From an optimization exercise on the open Yosys and OpenROAD flow, aimed at small area, a short achievable clock period and few clock cycles; shortcuts taken in it are not production practice. Only simulation tests tie the RTL to the original design; equivalence was not proved.

File: design/flow/design.v
module fondant_enc (
    input  wire        clk,
    input  wire        rst,
    input  wire        cfg_commit,
    input  wire [2:0]  cfg_mode,
    input  wire [4:0]  cfg_k,
    input  wire [4:0]  cfg_kmin,
    input  wire [4:0]  cfg_kmax,
    input  wire [11:0] cfg_target,
    input  wire        start,
    output wire        start_ready,
    input  wire [4:0]  s_depth,
    input  wire [1:0]  s_plane,
    input  wire [3:0]  s_rows_m1,
    input  wire [5:0]  s_cols_m1,
    input  wire        pix_valid,
    output wire        pix_ready,
    input  wire [15:0] pix_data,
    output reg         word_valid,
    output reg  [31:0] word_data,
    output reg         done,
    output wire [63:0] done_hdr,
    output wire [15:0] done_code
);
    reg               bud_r;     
    reg        [4:0]  kq;        
    reg        [4:0]  kmin_r;
    reg        [4:0]  kmax_r;
    reg        [11:0] tgt_r;
    reg signed [19:0] bal;       
    reg        [9:0]  bfrac;     
    reg        sr;               
    assign start_ready = sr;
    assign pix_ready   = 1'b1;
    wire       st_x = start & sr;
    wire signed [20:0] bal_s = {bal[19], bal};
    wire signed [20:0] t1_s  = {9'd0, tgt_r};
    wire signed [20:0] t4_s  = {7'd0, tgt_r, 2'b00};
    wire [5:0] kup2 = {1'b0, kq} + 6'd2;
    wire [5:0] kup1 = {1'b0, kq} + 6'd1;
    reg  [4:0] k_sel;
    always @* begin
        k_sel = kq;
        if (bud_r) begin
            if (bal_s < -t4_s)
                k_sel = (kup2 > {1'b0, kmax_r}) ? kmax_r : kup2[4:0];
            else if (bal_s < -t1_s)
                k_sel = (kup1 > {1'b0, kmax_r}) ? kmax_r : kup1[4:0];
            else if (bal_s > t1_s)
                k_sel = (kq <= kmin_r) ? kmin_r : kq - 5'd1;
        end
    end
    reg [4:0]  b_r;
    reg [1:0]  plane_r;
    reg [3:0]  rows_r;
    reg [5:0]  cols_r;
    reg [15:0] mq_r;         
    reg [4:0]  bb_r;         
    wire [5:0] w = {kq, 1'b1};
    reg [15:0] in_r;
    reg        in_v, in_m;
    reg [15:0] maxv;
    integer mi;
    always @* for (mi = 0; mi < 16; mi = mi + 1) maxv[mi] = (mi < s_depth);
    reg [5:0]  d1_rem;
    reg [7:0]  d1_q;
    integer di;
    reg [6:0]  d1_t;
    always @* begin
        d1_rem = 6'd0;
        for (di = 15; di >= 8; di = di - 1) begin
            d1_t = {d1_rem, in_r[di]};
            if (d1_t >= {1'b0, w}) begin
                d1_rem    = d1_t[5:0] - w;
                d1_q[di-8] = 1'b1;
            end else begin
                d1_rem    = d1_t[5:0];
                d1_q[di-8] = 1'b0;
            end
        end
    end
    reg [5:0]  m_rem;
    reg [7:0]  m_qh;
    reg [7:0]  m_xl;
    reg        m_v, m_m;
    reg [5:0]  d2_rem;
    reg [7:0]  d2_q;
    reg [6:0]  d2_t;
    always @* begin
        d2_rem = m_rem;
        for (di = 7; di >= 0; di = di - 1) begin
            d2_t = {d2_rem, m_xl[di]};
            if (d2_t >= {1'b0, w}) begin
                d2_rem   = d2_t[5:0] - w;
                d2_q[di] = 1'b1;
            end else begin
                d2_rem   = d2_t[5:0];
                d2_q[di] = 1'b0;
            end
        end
    end
    wire [15:0] cx  = {m_qh, d2_q};
    wire        adv = m_v & ~m_m;        
    reg [15:0] lb [0:63];
    wire [15:0] up_rd = lb[{3'b000, ~cols_r[2:0]}];
    integer li;
    always @(posedge clk) begin
        if (adv) begin
            for (li = 0; li < 63; li = li + 1) begin
                if ((li % 8) == 7 && (li / 8) == cols_r[5:3])
                    lb[li] <= cx;
                else
                    lb[li] <= lb[li + 1];
            end
            lb[63] <= cx;
        end
    end
    reg [15:0] c_r, l_r, u_r, dg_r;
    reg        p_v, p_row0, p_col0, p_last;
    reg [3:0]  ic;
    reg [5:0]  jc;
    reg [15:0] pred;
    always @* begin
        if (p_row0)
            pred = l_r;
        else if (p_col0)
            pred = u_r;
        else if (dg_r >= l_r && dg_r >= u_r)
            pred = (l_r < u_r) ? l_r : u_r;
        else if (dg_r <= l_r && dg_r <= u_r)
            pred = (l_r > u_r) ? l_r : u_r;
        else
            pred = l_r + u_r - dg_r;
    end
    wire        p_first = p_row0 & p_col0;
    wire [16:0] dd   = {1'b0, c_r} - {1'b0, pred};
    wire        sgn  = dd[16];
    wire [15:0] yy   = sgn ? ~dd[15:0] : dd[15:0];
    wire [15:0] hh   = {1'b0, mq_r[15:1]};
    wire        inr  = (yy < hh) | ((yy == hh) & ~(sgn & ~mq_r[0]));
    wire [15:0] vv   = inr ? yy : (mq_r - yy);
    wire [15:0] mval = p_first ? c_r : {vv[14:0], sgn ^ ~inr};
    reg [15:0] m_r;
    reg        r_v, r_first, r_last;
    reg [20:0] acnt;         
    reg [4:0]  ncnt;         
    reg [3:0]  r_r;          
    reg [30:0] acc;          
    reg [4:0]  pc;           
    reg [10:0] wcnt;         
    reg [14:0] nb;           
    reg        alleq;
    reg [15:0] first_code;
    reg        fin, initp;
    wire [15:0] msh  = m_r >> r_r;
    wire        esc  = |msh[15:4];
    wire [3:0]  uu   = msh[3:0];
    wire        nrm  = ~r_first & ~esc;
    wire [4:0]  rp   = nrm ? {1'b0, r_r} : bb_r;          
    wire [5:0]  flen = r_first ? {1'b0, bb_r} :
                       esc     ? {1'b0, bb_r} + 6'd16 :
                                 {2'b00, uu} + {2'b00, r_r} + 6'd1;
    wire [5:0]  os   = {1'b0, rp} + {5'd0, nrm};           
    reg  [31:0] fld;
    integer fi;
    always @* begin
        for (fi = 0; fi < 32; fi = fi + 1) begin
            if (fi < rp)
                fld[fi] = (fi < 16) ? m_r[fi] : 1'b0;
            else
                fld[fi] = (fi >= os) && (fi < flen);
        end
    end
    wire [6:0]  total = {2'b00, pc} + {1'b0, flen};
    wire        emit  = total[6] | total[5];
    wire [63:0] rot2  = {fld, fld} >> total[4:0];
    wire [31:0] rot   = rot2[31:0];
    wire [31:0] mcur  = 32'hFFFF_FFFF >> pc;
    wire [31:0] wcur  = {acc, 1'b0} | (rot & mcur);
    wire [31:0] wnxt  = rot & ~mcur;
    wire [21:0] a_add = {1'b0, acnt} + {6'd0, m_r};
    reg  [20:0] a_nx;
    reg  [4:0]  n_nx;
    always @* begin
        if (initp) begin
            a_nx = ({5'd0, mq_r} + 21'd33) >> 6;
            if (a_nx < 21'd2) a_nx = 21'd2;
            n_nx = 5'd1;
        end else if (r_v && !r_first) begin
            if (ncnt == 5'd31) begin
                a_nx = a_add[21:1];
                n_nx = 5'd16;
            end else begin
                a_nx = a_add[20:0];
                n_nx = ncnt + 5'd1;
            end
        end else begin
            a_nx = acnt;
            n_nx = ncnt;
        end
    end
    reg [4:0] rstar;
    integer ri;
    always @* begin
        rstar = 5'd16;
        for (ri = 15; ri >= 0; ri = ri - 1)
            if (({16'd0, n_nx} << ri) >= a_nx)
                rstar = ri[4:0];
    end
    wire [4:0] bm1   = bb_r - 5'd1;
    wire [3:0] r_nx  = (rstar > bm1) ? bm1[3:0] : rstar[3:0];
    reg [4:0] bb_s;
    integer bi;
    always @* begin
        bb_s = 5'd1;
        for (bi = 1; bi < 16; bi = bi + 1)
            if (mq_r[bi]) bb_s = bi[4:0] + 5'd1;
    end
    wire [10:0] words_fin = wcnt + {10'd0, (pc != 5'd0)};
    wire [9:0]  raw_w     = (nb + 15'd31) >> 5;
    wire        coded     = words_fin <= {1'b0, raw_w};
    wire [9:0]  len_fin   = alleq ? 10'd1 : coded ? words_fin[9:0] : raw_w;
    wire signed [19:0] size_fin = {8'd0, len_fin, 2'b00} + 20'sd8;
    wire signed [19:0] bal_sum  = bal - size_fin;
    wire signed [19:0] bal_lim  = {2'b00, tgt_r, 6'd0};
    wire signed [19:0] bal_new  = (bal_sum > bal_lim)  ? bal_lim :
                                  (bal_sum < -bal_lim) ? -bal_lim : bal_sum;
    reg [9:0] len_r;
    reg [1:0] form_r;
    reg [4:0] hk_r;
    assign done_hdr  = {2'b00, cols_r, 4'h0, rows_r, 16'h0000,
                        6'd0, len_r, 1'b0, plane_r, b_r, hk_r, 1'b0, form_r};
    assign done_code = first_code;
    always @(posedge clk) begin
        in_r  <= st_x ? maxv : pix_data;
        m_rem <= d1_rem;
        m_qh  <= d1_q;
        m_xl  <= in_r[7:0];
        if (adv) begin
            c_r    <= cx;
            l_r    <= c_r;
            dg_r   <= u_r;
            u_r    <= up_rd;
            p_row0 <= (ic == 4'd0);
            p_col0 <= (jc == 6'd0);
            p_last <= (ic == rows_r) && (jc == cols_r);
            if (jc == cols_r) begin
                jc <= 6'd0;
                ic <= ic + 4'd1;
            end else
                jc <= jc + 6'd1;
        end
        if (m_v & m_m)
            mq_r <= cx;
        m_r     <= mval;
        r_first <= p_first;
        r_last  <= p_last;
        acnt <= a_nx;
        ncnt <= n_nx;
        r_r  <= r_nx;
        if (initp)
            bb_r <= bb_s;
        if (p_v && p_first)
            first_code <= c_r;
        if (r_v) begin
            {bal, bfrac} <= {bal, bfrac} + {18'd0, tgt_r};
            nb <= nb + {10'd0, b_r};
            if (!r_first && m_r != 16'd0)
                alleq <= 1'b0;
            if (emit) begin
                word_data <= wcur;
                acc       <= wnxt[31:1];
                wcnt      <= wcnt + 11'd1;
            end else
                acc <= wcur[31:1];
            pc <= total[4:0];
        end
        if (fin) begin
            word_data <= {acc, 1'b0};
            len_r     <= len_fin;
            form_r    <= alleq ? 2'd2 : coded ? 2'd0 : 2'd1;
            hk_r      <= (alleq || coded) ? kq : 5'd0;
            bal       <= bal_new;
            bfrac     <= 10'd0;
        end
        if (st_x) begin
            b_r     <= s_depth;
            plane_r <= s_plane;
            rows_r  <= s_rows_m1;
            cols_r  <= s_cols_m1;
            kq      <= k_sel;
            ic      <= 4'd0;
            jc      <= 6'd0;
            pc      <= 5'd0;
            acc     <= 31'd0;
            wcnt    <= 11'd0;
            nb      <= 15'd0;
            alleq   <= 1'b1;
        end
        if (rst) begin
            sr         <= 1'b1;
            in_v       <= 1'b0;
            in_m       <= 1'b0;
            m_v        <= 1'b0;
            m_m        <= 1'b0;
            p_v        <= 1'b0;
            r_v        <= 1'b0;
            fin        <= 1'b0;
            initp      <= 1'b0;
            word_valid <= 1'b0;
            done       <= 1'b0;
            bud_r      <= 1'b0;
            kq         <= 5'd0;
            kmin_r     <= 5'd0;
            kmax_r     <= 5'd0;
            tgt_r      <= 12'd0;
            bal        <= 20'sd0;
            bfrac      <= 10'd0;
        end else begin
            in_v  <= st_x | pix_valid;
            in_m  <= st_x;
            m_v   <= in_v;
            m_m   <= in_m;
            p_v   <= adv;
            r_v   <= p_v;
            fin   <= r_v & r_last;
            initp <= m_v & m_m;
            word_valid <= (r_v & emit) | (fin & (pc != 5'd0));
            done  <= fin;
            if (fin)
                sr <= 1'b1;
            if (st_x)
                sr <= 1'b0;
            if (cfg_commit && sr) begin
                bud_r  <= (cfg_mode == 3'd4);
                kq     <= (cfg_mode == 3'd2) ? cfg_k :
                          (cfg_mode == 3'd4) ? cfg_kmin : 5'd0;
                kmin_r <= cfg_kmin;
                kmax_r <= cfg_kmax;
                tgt_r  <= cfg_target;
                bal    <= 20'sd0;
                bfrac  <= 10'd0;
            end
        end
    end
endmodule
File: design/flow/run.sh
#!/bin/bash
# synth_recipe.tcl (not shown) runs the flow's synth.tcl, then flattens the netlist and writes it again
# the make line also repeats each setting of config.mk as NAME=value (left out here)
make -C /OpenROAD-flow-scripts/flow DESIGN_CONFIG=/design/flow/config.mk WORK_HOME=/design/flow/orfs CLKGATE_MAP_FILE= SYNTH_SCRIPT=/design/flow/synth_recipe.tcl finish
File: design/flow/config.mk
export PLATFORM = sky130hd
export DESIGN_NAME = fondant_enc
export DESIGN_NICKNAME = fondant_enc
export VERILOG_FILES = /design/flow/design.v
export SDC_FILE = /design/flow/constraint.sdc
export NUM_CORES = 4
export LEC_CHECK = 0
export CAP_MARGIN = 20
export CORE_MARGIN = 2
export CORE_UTILIZATION = 40
export PLACE_DENSITY = 0.6
export SLEW_MARGIN = 20
File: design/flow/constraint.sdc
create_clock -name core_clock -period 36.0 [get_ports {clk}]
set_input_delay 7.2000 -clock core_clock [delete_from_list [all_inputs] [get_ports {clk}]]
set_output_delay 7.2000 -clock core_clock [all_outputs]
set_load 0.01 [all_outputs]
==> metrics.md <==
| Metric | Value |
|---|---|
| Commonest non-fill, non-tap cell in the layout | `edfxtp_1` |
| Drt pass-1 iters | `7` |
| Slew @ Worst Pin | `1.13 ns` |
| Postcts setup bufs | `0` |
| Yosys warning total | `2` |
| Yosys reg bits | `1390` |
| Most frequent cells in the layout | `1161 x edfxtp_1, 471 x nand2_1, 457 x ha_1` |
| Placed cell count | `8304` |
| WL/cell | `21.4 microns` |
| IO Pins | `184` |
| Vias | `47500` |
| Largest stage delay, worst path | `0.81 ns` |
| Max-slew violations | `0` |
| Largest family of logic cells by synthesized area | `compound AO/OA/AOI/OAI gates` |
| RSZ-0062 raised after global routing | `no` |
| Final global-route overflow total | `0` |
| Status | `timing/DRC/antenna clean` |
| Synth Flop Type | `edfxtp_1` |
| Critical path type | `reg2reg` |
| First-pass GRT wire length | `278000 microns` |
| Compound-Gate Fraction of Synth Area | `14.0%` |
| Synth Area in XOR/XNOR | `3.55%` |
| Max-Cap Viols | `0` |
| Achievable frequency | `0.0558 GHz` |
| Setup crit end kind | `flop` |
| Syn-to-layout area delta | `12.7%` |
| Die Y | `424 microns` |
| # rows | `154` |
| Largest net degree at the start of global routing | `116` |
| Req. time, crit path | `36.53 ns` |
| Starting Density | `40.2%` |
| Fin nets | `6675` |
| Initial antenna violation count | `5` |
| Die area | `180000 sq um` |
| Post-synthesis mux area share | `4.41%` |
| IO Port Bufs | `152` |
| CTS H-Tree Depth | `4` |
| Hold-fix buffers, CTS | `0` |
| Core Box Area | `176000 sq um` |
| EDFF count, synth | `1161` |
| Final Hold Fails | `0` |
| Worst-path clk slew | `0.06 ns` |
| Crit-path slowest cell | `a21oi_1` |
| Mapped Cells | `5955` |
| Register area | `39500 sq um` |
| Fraction of registers with async set/reset | `0%` |
| Cell mode on critical path | `a21oi_1` |
| Final worst-path cycle share | `49.8%` |
| CTS tree | `done` |
| CTS resizes | `0` |
| Final setup fails | `0` |
| All-Layer GR Usage | `19.9%` |
| Syn Std Cell Area | `70700 sq um` |
| Setup Skew | `0.0545 ns` |
| Multi-input logic area | `29300 sq um` |
| Type of origin of the critical path | `flop` |
| Hold crit path type | `reg2reg` |
| Share of Yosys cell area claimed by the top area cell type | `49.3%` |
| Detail Placement HPWL | `129000 microns` |
| Leading area contributor after synthesis | `edfxtp_1` |
| 1st-iter DRT viols | `4242` |
| Die W | `424 microns` |
| Clock Tree Buf Depth | `3` |
| Sequential area share after synthesis | `55.8%` |
| Crit-path max FO | `18` |
| Vias per inst | `5.55` |
| Fillers | `16000` |
| Drt total wl | `183000 microns` |
| CTS root buffer | `clkbuf_16` |
| Post-Synth Adder-Cell Area | `9.13%` |
| CTS buffer count | `146` |
| Fin cells | `8568` |
| Simple logic cell fraction of the synthesized area | `9.88%` |
| Sink Count | `1390` |
| Setup TNS | `0 ns` |
| DRC errors left | `0` |
| Min cycle time layout | `17.92 ns` |
| Synth top area cells | `edfxtp_1 49%, ha_1 8.1%, dfxtp_1 6.5%` |
| Clk Latency, worst-skew pair | `0.79 ns` |
| Slew headroom | `22.6%` |
| Post-synth cell types | `117` |
| Vias in the first global route | `45500` |
| Worst Path Arrival | `18.45 ns` |
| Routability Congestion | `0.936` |
| Routed Antenna Nets | `0` |
| Avg Cell Area, Syn | `11.9 sq um` |
| Share of layout cells above drive strength 1 | `8.59%` |
[synth_stat cells (28+ instances only)]
cell / instances
edfxtp_1: 1161
o211ai_1: 47
a211oi_1: 67
nor2b_1: 76
xnor2_1: 196
fa_1: 37
buf_4: 34
o22ai_1: 34
or3_1: 33
o31ai_1: 43
dfxtp_1: 229
nor2_1: 416
nand2_1: 471
a221oi_1: 28
a31oi_1: 59
inv_1: 291
nor4_1: 40
o21ai_0: 268
mux2i_1: 135
nor3_1: 82
mux2_2: 117
nand2b_1: 48
ha_1: 457
o21a_1: 89
a21o_1: 112
nand4_1: 65
clkbuf_1: 175
a21oi_1: 347
xor2_1: 91
and2_1: 30
and3_1: 37
nand3_1: 109
[flip-flops by register name, summed over array words and instances, names as in the netlist, 6 cells and up]
signal,count
m_r,16
l_r,16
acnt,21
c_r,16
len_r,10
u_r,16
m_qh,8
first_code,16
nb,15
tgt_r,12
mq_r,16
cols_r,6
in_r,16
bal,20
word_data,32
m_xl,8
lb,992
wcnt,11
jc,6
m_rem,6
bfrac,10
acc,31
dg_r,16
[metal layers]
metal	up-vias	track usage, %	wire length, microns
met3	308	2.66	8140
met1	23300	28.3	85000
met2	1267	30.9	83400
met5	-	0	13
met4	2	7.35	6550
li1	22600	-	-
[critical path: cells and delay by family (launching register included)]
kind	cells	cell delay (ns)
XOR/XNOR	2	0.48
AO/OA/AOI/OAI	34	8.67
buffers and inverters	4	0.59
AND/OR/NAND/NOR	18	2.78
adder cells (fa/ha/maj)	8	2.65
multiplexers	5	1.94
flip-flops	1	0.54
[per-stage QoR]
stage               hold slack [ns]  util [%]  instance area (sq um)  worst slack, ns
floorplan                     0.310         -                  70800             8.34
global placement              0.331      42.6                  74900            18.07
detailed placement            0.334      42.6                  74900            18.01
CTS                           0.331      45.3                  79700            17.99
global route                  0.346      45.3                  79700            16.11
finish                        0.325      45.3                  79700            18.08
[layout make-up]
type | count | area share [%]
Tap cell | 2340 | 3.67
Multi-Input combinational cell | 4040 | 36.7
Inverter | 300 | 1.42
Timing Repair Buffer | 235 | 2.71
Clock inverter | 79 | 1.11
Antenna cell | 2 | 0.00628
Sequential cell | 1390 | 49.5
Clock buffer | 182 | 4.86
[final timing paths]
kind           start  slack, ns        end  depth (start not counted)
max            kq[0]      18.08  lb[31][0]                         71
min          in_r[0]       0.32    m_xl[0]                          0
min reg2reg  in_r[0]       0.32    m_xl[0]                          0
max reg2reg    kq[0]      18.08  lb[31][0]                         71
[cells by family (layout without fill, tap and decap cells)]
kind of cell    count (synthesis)  count (layout)
simple gates                 1493            1493
compound gates               1459            1459
flops                        1390            1390
buf+inv                       555             796
fa+ha+maj                     494             494
xor+xnor                      287             287
mux                           275             275
other cells                     2              34
Testbench counts, summed over its fixed seeds: cycles 329,656.

-- static timing again, ports no longer ideal --
How much do the figures lean on ideal ports? The routed layout below was timed once more, with nothing changed but the port constraints.
Step 1 (the two cells are an assumption about what drives the block):
set clk [get_ports {clk}]
set_driving_cell -lib_cell sky130_fd_sc_hd__clkbuf_16 $clk
set_driving_cell -lib_cell sky130_fd_sc_hd__buf_2 [delete_from_list [all_inputs] $clk]
Step 2 also shifts input and output timing later by t, the mid clock arrival at the registers, as if the neighbouring blocks saw the same clock.
a / b / c = ideal ports / drivers / drivers and shift; a / b = the first two.
shift t [ns]: 0.841
setup slack, ns: 18.078 / 18.078 / 18.078
clock arrival spread, ns: 0.058 / 0.057
worst slew at a driven data input, ns: 0.04
After both steps this run still meets setup and hold. For this run, drivers alone change the setup slack by 0.000 ns; drivers and shift together by 0.000 ns.
